From an optimization exercise on the open Yosys and OpenROAD flow, aimed at small area, a short achievable clock period and few clock cycles; shortcuts taken in it are not production practice. The RTL was checked by simulation tests, not by an equivalence proof against the original design. Power figures rest on the tool's default switching activity, not on a simulated workload.

==> inputs of run a <==
Design mcv_cal, start of the top module:
module mcv_cal (
    input  wire        clk,
    input  wire        rst,
    input  wire        s_valid,
    output wire        s_ready,
    input  wire [1:0]  s_op,       
    input  wire [2:0]  s_conv,
    input  wire [27:0] s_data,
    output reg         o_valid,
    output reg         o_kind,     
    output reg  [2:0]  o_conv,
    output reg  [11:0] o_raw,
    output reg         o_clamp,
    output reg         o_ok,
    output reg  [15:0] o_gain,
    output reg  [11:0] o_offset
);
==> flow/config.mk <==
export PLATFORM = sky130hd
export DESIGN_NAME = mcv_cal
export DESIGN_NICKNAME = mcv_cal
export VERILOG_FILES = /design/flow/design.v
export SDC_FILE = /design/flow/constraint.sdc
export NUM_CORES = 4
export LEC_CHECK = 0
export CAP_MARGIN = 20
export CORE_MARGIN = 2
export CORE_UTILIZATION = 40
export SLEW_MARGIN = 20
==> flow/constraint.sdc <==
create_clock -name core_clock -period 12.0 [get_ports {clk}]
set_input_delay 2.4000 -clock core_clock [delete_from_list [all_inputs] [get_ports {clk}]]
set_output_delay 2.4000 -clock core_clock [all_outputs]
set_load 0.01 [all_outputs]
standard.sh (not shown) runs the stock make flow with config.mk's settings and CLKGATE_MAP_FILE= SYNTH_SCRIPT=/design/flow/synth_recipe.tcl, a recipe that flattens the netlist after the stock synthesis.
==> flow/flow/run.sh <==
#!/bin/bash
# The standard layout (standard.sh: the standard synthesis and the ORFS
# steps with the standard flow's config.mk and constraint.sdc, unchanged), with ORFS's
# repair_timing asked to leave more setup slack than the default, so that it
# also shortens paths that already meet the design's clock period.
set -euo pipefail
MARGIN=${MARGIN:-7.5}
bash standard.sh SETUP_SLACK_MARGIN=$MARGIN finish > run_make.log 2>&1
==> run b: changes against run a <==
==> flow/flow/run.sh (replaced) <==
#!/bin/bash
# The standard layout (standard.sh: the standard synthesis and the ORFS
# steps with the standard flow's config.mk and constraint.sdc, unchanged), with ORFS's
# repair_timing asked to leave more setup slack than the default, so that it
# also shortens paths that already meet the design's clock period.
set -euo pipefail
MARGIN=${MARGIN:-9}
bash standard.sh SETUP_SLACK_MARGIN=$MARGIN finish > run_make.log 2>&1
==> run c: changes against run a <==
--- a/flow/design.v
+++ b/flow/design.v
@@ -487,102 +487,97 @@
     localparam OP_CAL     = 2'd1;
     localparam OP_RESTART = 2'd2;
     localparam OP_LOAD    = 2'd3;
     integer i;
     reg        busy;             
     reg        rdy;              
     reg        a_v;
     reg [1:0]  a_op;
-    reg [7:0]  a_sm;             
-    reg [7:0]  a_sc;             
-    reg [7:0]  a_sx;             
+    reg [2:0]  a_conv;
+    reg [7:0]  a_sel;            
     reg [27:0] a_data;
     assign s_ready = rdy;
     always @(posedge clk) begin
         if (rst)
             a_v <= 1'b0;
         else if (!busy)
             a_v <= s_valid;
         if (!busy) begin
             a_op   <= s_op;
-            a_sm   <= (s_op == OP_MEAS) ? (8'd1 << s_conv) : 8'd0;
-            a_sc   <= (s_op == OP_CAL)  ? (8'd1 << s_conv) : 8'd0;
-            a_sx   <= (s_op[1])         ? (8'd1 << s_conv) : 8'd0;
+            a_conv <= s_conv;
+            a_sel  <= 8'd1 << s_conv;
             a_data <= s_data;
         end
     end
     reg [11:0] cal_off  [0:7];
     reg [15:0] cal_gain [0:7];
     reg [5:0]  cal_cnt  [0:7];
     reg [16:0] sum_lo   [0:7];
     reg [16:0] sum_hi   [0:7];
     reg [7:0]  ld;
     reg [7:0]  em;
-    reg [7:0]  hv;
     wire        go   = a_v & ~busy;
-    wire [7:0]  a_sel = a_sm | a_sc | a_sx;
-    wire [2:0]  a_conv = {|a_sel[7:4], a_sel[7] | a_sel[6] | a_sel[3] | a_sel[2],
-                          a_sel[7] | a_sel[5] | a_sel[3] | a_sel[1]};
     wire [11:0] a_u  = a_data[11:0];
-    wire [7:0]  sel_m  = a_sm & ld;          
-    wire [7:0]  sel_d  = a_sm & ~ld;         
-    wire [7:0]  sel_c  = a_sc & ~em;         
-    wire [7:0]  sel_h  = a_sc & hv;          
-    reg  [11:0] r_off;
-    reg  [15:0] r_gain;
+    reg         r_ld, r_em;
+    reg  [11:0] r_off0;
+    reg  [15:0] r_gain0;
     reg  [5:0]  r_cnt;
     reg  [16:0] r_lo, r_hi;
     always @(*) begin
-        r_off = 12'd0; r_gain = {|sel_d, 15'd0};
+        r_ld = 1'b0; r_em = 1'b0; r_off0 = 12'd0; r_gain0 = 16'd0;
         r_cnt = 6'd0; r_lo = 17'd0; r_hi = 17'd0;
         for (i = 0; i < 8; i = i + 1) begin
-            r_off   = r_off   | ({12{sel_m[i]}} & cal_off[i]);
-            r_gain  = r_gain  | ({16{sel_m[i]}} & cal_gain[i]);
-            r_cnt   = r_cnt   | ({6{sel_c[i]}}  & cal_cnt[i]);
-            r_lo    = r_lo    | ({17{sel_c[i]}} & sum_lo[i]);
-            r_hi    = r_hi    | ({17{sel_h[i]}} & sum_hi[i]);
+            r_ld    = r_ld    | (a_sel[i] & ld[i]);
+            r_em    = r_em    | (a_sel[i] & em[i]);
+            r_off0  = r_off0  | ({12{a_sel[i]}} & cal_off[i]);
+            r_gain0 = r_gain0 | ({16{a_sel[i]}} & cal_gain[i]);
+            r_cnt   = r_cnt   | ({6{a_sel[i]}}  & cal_cnt[i]);
+            r_lo    = r_lo    | ({17{a_sel[i]}} & sum_lo[i]);
+            r_hi    = r_hi    | ({17{a_sel[i]}} & sum_hi[i]);
         end
     end
-    wire        c_odd  = r_cnt[0];                          
-    wire        c_last = (r_cnt == 6'd63);                  
-    wire [5:0]  c_cnt1 = r_cnt + 6'd1;
-    wire [12:0] c_lo12 = {1'b0, r_lo[11:0]} + {1'b0, a_u};
-    wire [12:0] c_hi12 = {1'b0, r_hi[11:0]} + {1'b0, a_u};
-    wire [4:0]  c_lo5  = r_lo[16:12] + 5'd1;
-    wire [4:0]  c_hi5  = r_hi[16:12] + 5'd1;
-    wire [16:0] c_lo   = {c_lo12[12] ? c_lo5 : r_lo[16:12], c_lo12[11:0]};
-    wire [16:0] c_hi   = {c_hi12[12] ? c_hi5 : r_hi[16:12], c_hi12[11:0]};
-    wire do_cal  = go & (a_op == OP_CAL);      
+    wire [11:0] r_off  = r_ld ? r_off0  : 12'd0;
+    wire [15:0] r_gain = r_ld ? r_gain0 : 16'h8000;
+    wire        c_odd  = ~r_em & r_cnt[0];                  
+    wire        c_last = ~r_em & (r_cnt == 6'd63);          
+    wire [5:0]  c_cnt1 = r_em ? 6'd1 : r_cnt + 6'd1;
+    wire [16:0] c_lo0  = r_lo + {5'd0, a_u};
+    wire [16:0] c_hi0  = r_hi + {5'd0, a_u};
+    wire [16:0] c_lo   = r_em ? {5'd0, a_u} : c_lo0;                    
+    wire [16:0] c_hi   = (r_cnt[5:1] == 5'd0) ? {5'd0, a_u} : c_hi0;   
+    wire do_cal  = go & (a_op == OP_CAL);
     wire do_lo   = do_cal & ~c_odd;
     wire do_hi   = do_cal & c_odd & ~c_last;
     wire do_last = do_cal & c_last;
-    wire do_rst  = go & (a_op == OP_RESTART);  
-    wire do_load = go & (a_op == OP_LOAD);     
+    wire do_rst  = go & (a_op == OP_RESTART);
+    wire do_load = go & (a_op == OP_LOAD);
     reg [17:0] dv_d;
     reg [16:0] dv_r;
     reg [3:0]  dv_ro;
     reg [4:0]  dv_n;
-    reg        dv_okm;           
+    reg        dv_okm;
     reg [2:0]  dv_conv;
     reg [7:0]  dv_sel;
     wire        dv_k1   = (dv_n == 5'd0);
     wire [17:0] k_d     = dv_d - {1'b0, dv_r};
-    wire [17:0] k_l     = k_d + 18'h6666;
+    wire [17:0] k_l     = dv_d - {1'b0, dv_r} + 18'h6666;
     wire [21:0] k_m     = {2'b00, dv_r, 3'b000} - {4'd0, dv_d} + 22'd28679;
     wire [17:0] g_t   = {dv_r, o_gain[15]};
     wire [18:0] g_s   = {1'b0, g_t} - {1'b0, dv_d};
     wire        g_q   = ~g_s[18];
     wire [15:0] g_nxt = {o_gain[14:0], g_q};
     wire [4:0]  f_t   = {dv_ro, o_offset[11]};
     wire        f_q   = (f_t >= 5'd14);
     wire        f_on  = (dv_n >= 5'd5);
     wire [11:0] f_nxt = {o_offset[10:0], f_q ^ (dv_n == 5'd5)};
     wire        dv_last = (dv_n == 5'd16);
-    wire        dv_ok = dv_okm;
+    wire        f_ok  = (f_nxt[11:9] == 3'b000) || (f_nxt[11:9] == 3'b111) ||
+                        (f_nxt == 12'h200);
+    wire        dv_ok = dv_okm && f_ok && (dv_d >= 18'd89077) && (dv_d <= 18'd94589);
     reg        m_v;
     reg [2:0]  m_conv;
     reg [17:0] m_x;
     reg        m_g15;
     reg [7:0]  m_bo, m_bt, m_bn;     
     reg        p_v;
     reg [2:0]  p_conv;
     reg [16:0] p_a;
@@ -612,46 +607,45 @@
         m_bo   <= r_bo;
         m_bt   <= r_bt;
         m_bn   <= r_bn;
         p_conv <= m_conv;
         p_a    <= m_ra[34:18];
         p_b    <= m_rb[34:18];
         p_c    <= m_lo[18];
         for (i = 0; i < 8; i = i + 1) begin
-            if (do_lo & a_sc[i]) begin
+            if (do_lo & a_sel[i]) begin
                 sum_lo[i]  <= c_lo;
                 cal_cnt[i] <= c_cnt1;
             end
-            if (do_hi & a_sc[i]) begin
+            if (do_hi & a_sel[i]) begin
                 sum_hi[i]  <= c_hi;
                 cal_cnt[i] <= c_cnt1;
             end
-            if (busy ? (dv_last & dv_ok & dv_sel[i]) : (do_load & a_sx[i])) begin
+            if (busy ? (dv_last & dv_ok & dv_sel[i]) : (do_load & a_sel[i])) begin
                 cal_off[i]  <= busy ? f_nxt : a_data[11:0];
                 cal_gain[i] <= busy ? g_nxt : a_data[27:12];
             end
         end
         if (do_last) begin
-            dv_d    <= {1'b0, c_hi};
+            dv_d    <= {1'b0, c_hi0};
             dv_r    <= r_lo;
             dv_conv <= a_conv;
-            dv_sel  <= a_sc;
+            dv_sel  <= a_sel;
             dv_n    <= 5'd0;
         end
         if (busy) begin
             dv_n <= dv_n + 5'd1;
             if (dv_k1) begin
                 dv_d     <= k_d;
                 dv_r     <= 17'h0B333;
                 o_gain   <= k_l[16:1];
                 dv_ro    <= k_m[15:12];
                 o_offset <= k_m[11:0];
-                dv_okm   <= (k_m >= 22'd21504) && (k_m <= 22'd35853) &&
-                            (k_d >= 18'd89077) && (k_d <= 18'd94589);
+                dv_okm   <= (k_m[21:12] <= 10'd8);
             end else begin
                 dv_r   <= g_q ? g_s[16:0] : g_t[16:0];
                 o_gain <= g_nxt;
                 if (f_on) begin
                     dv_ro    <= f_q ? (f_t - 5'd14) : f_t[3:0];
                     o_offset <= f_nxt;
                 end
             end
@@ -664,31 +658,28 @@
         if (rst) begin
             busy    <= 1'b0;
             rdy     <= 1'b1;
             m_v     <= 1'b0;
             p_v     <= 1'b0;
             o_valid <= 1'b0;
             ld      <= 8'd0;
             em      <= 8'hFF;
-            hv      <= 8'd0;
         end else begin
             m_v     <= go & (a_op == OP_MEAS);
             p_v     <= m_v;
             o_valid <= p_v | (busy & dv_last);
             if (do_last) begin
                 busy <= 1'b1;
                 rdy  <= 1'b0;
             end else if (busy & dv_last) begin
                 busy <= 1'b0;
                 rdy  <= 1'b1;
             end
             for (i = 0; i < 8; i = i + 1) begin
-                if (((do_lo | do_last) & a_sc[i]) | (do_rst & a_sx[i]))
+                if ((do_lo | do_rst | do_last) & a_sel[i])
                     em[i] <= ~do_lo;
-                if (((do_hi | do_last) & a_sc[i]) | (do_rst & a_sx[i]))
-                    hv[i] <= do_hi;
-                if ((busy ? (dv_last & dv_ok & dv_sel[i]) : (do_load & a_sx[i])))
+                if ((busy ? (dv_last & dv_ok & dv_sel[i]) : (do_load & a_sel[i])))
                     ld[i] <= 1'b1;
             end
         end
     end
 endmodule
==> flow/run.sh (new file) <==
#!/bin/bash
# synth_recipe.tcl (not shown) runs the flow's synth.tcl, then flattens the netlist and writes it again
# the make line also repeats each setting of config.mk as NAME=value (left out here)
make -C /OpenROAD-flow-scripts/flow DESIGN_CONFIG=/design/flow/config.mk WORK_HOME=/design/flow/orfs CLKGATE_MAP_FILE= SYNTH_SCRIPT=/design/flow/synth_recipe.tcl finish
removed: flow/flow/run.sh
removed: flow/standard.sh
==> qor summary <==
quantity	run c	run b	run a
Status	no timing/DRC/antenna violations	no timing/DRC/antenna violations	no timing/DRC/antenna violations
Switching power of the nets	0.001687 W	0.001565 W	0.001506 W
Initial Utilization	40.27%	40.17%	40.17%
Setup slack at placement	6.977 ns	7.451 ns	7.314 ns
GR met3 Demand/Resource	3.287%	3.669%	3.481%
Final cell utilization of the core	45.26%	53.13%	45.52%
HP Start	m_conv[1]$_DFF_P_	m_conv[2]$_DFF_P_	m_conv[0]$_DFF_P_
Fmax	197.0 MHz	251.6 MHz	231.2 MHz
Share of the synthesized netlist area taken by xor and xnor gates	5.860%	5.885%	5.885%
Adder-cell area share of the yosys netlist	10.70%	10.65%	10.65%
Drt initial violations	2,324	2,936	2,776
Growth of design area from synthesis to finish	12.40%	32.25%	13.31%
Reg2reg start	a_sel[0]$_SDFFCE_PP0N_	a_sc[7]$_SDFFCE_PP0N_	a_sc[6]$_SDFFCE_PP0N_
Estimated wirelength of the detail-placed design	69,840 um	73,430 um	73,420 um
Antenna violations before repair	1	5	5
Setup slack of the worst register-to-register path	6.92 ns	8.03 ns	7.67 ns
Layout buffering overhead excluding clock cells	2.863%	10.54%	2.831%
Number of buffers added by the clock tree synthesis step	83	88	87
Syn Nets	3,546	3,602	3,602
Vias in the first global route	26,670	28,430	26,030
P_seq	0.00318 W	0.00317 W	0.00318 W
Time the final worst path needs with I/O delays and setup	5.077 ns	3.975 ns	4.325 ns
Capturing point of the worst reg2reg path	sum_hi[5][15]$_DFFE_PP_	sum_hi[3][16]$_DFFE_PP_	cal_cnt[0][0]$_DFFE_PP_
Internal power	0.004965 W	0.004986 W	0.004913 W
Number of enable flip-flop cells after synthesis	651	664	664
Critical path buffer and inverter count	2	6	2
Destination of the worst hold path	p_conv[1]$_DFF_P_	p_conv[2]$_DFF_P_	p_conv[0]$_DFF_P_
Testbench counts of run a, summed over its fixed seeds: cycles 19,150.
Testbench counts of run b, summed over its fixed seeds: cycles 19,150.
Testbench counts of run c, summed over its fixed seeds: cycles 19,150.

port drivers added, routing unchanged:
The flow's constraints put no driver on any port. The routed layouts listed below were extracted and timed again, unchanged, in two steps. Step 1 assumes that a clkbuf_16 drives the clock port and a buf_2 every other input. Step 2 adds t to the input delays and takes it off the output delays; t is the mean of the earliest and latest rising clock arrival at the registers after step 1. Input paths then give back, and output paths get back, about the clock's delay inside the block. Three values: no drivers, after step 1, after step 2; two values: the first two.
run	shift t [ns]	slack for setup (ns)	worst register clock-pin slew, ns
run a	0.726	7.675 / 7.675 / 7.675	0.07 / 0.07
run b	0.731	8.025 / 8.025 / 8.025	0.07 / 0.07
run c	0.718	6.923 / 6.923 / 6.923	0.07 / 0.07
After both steps every run listed still meets setup and hold.
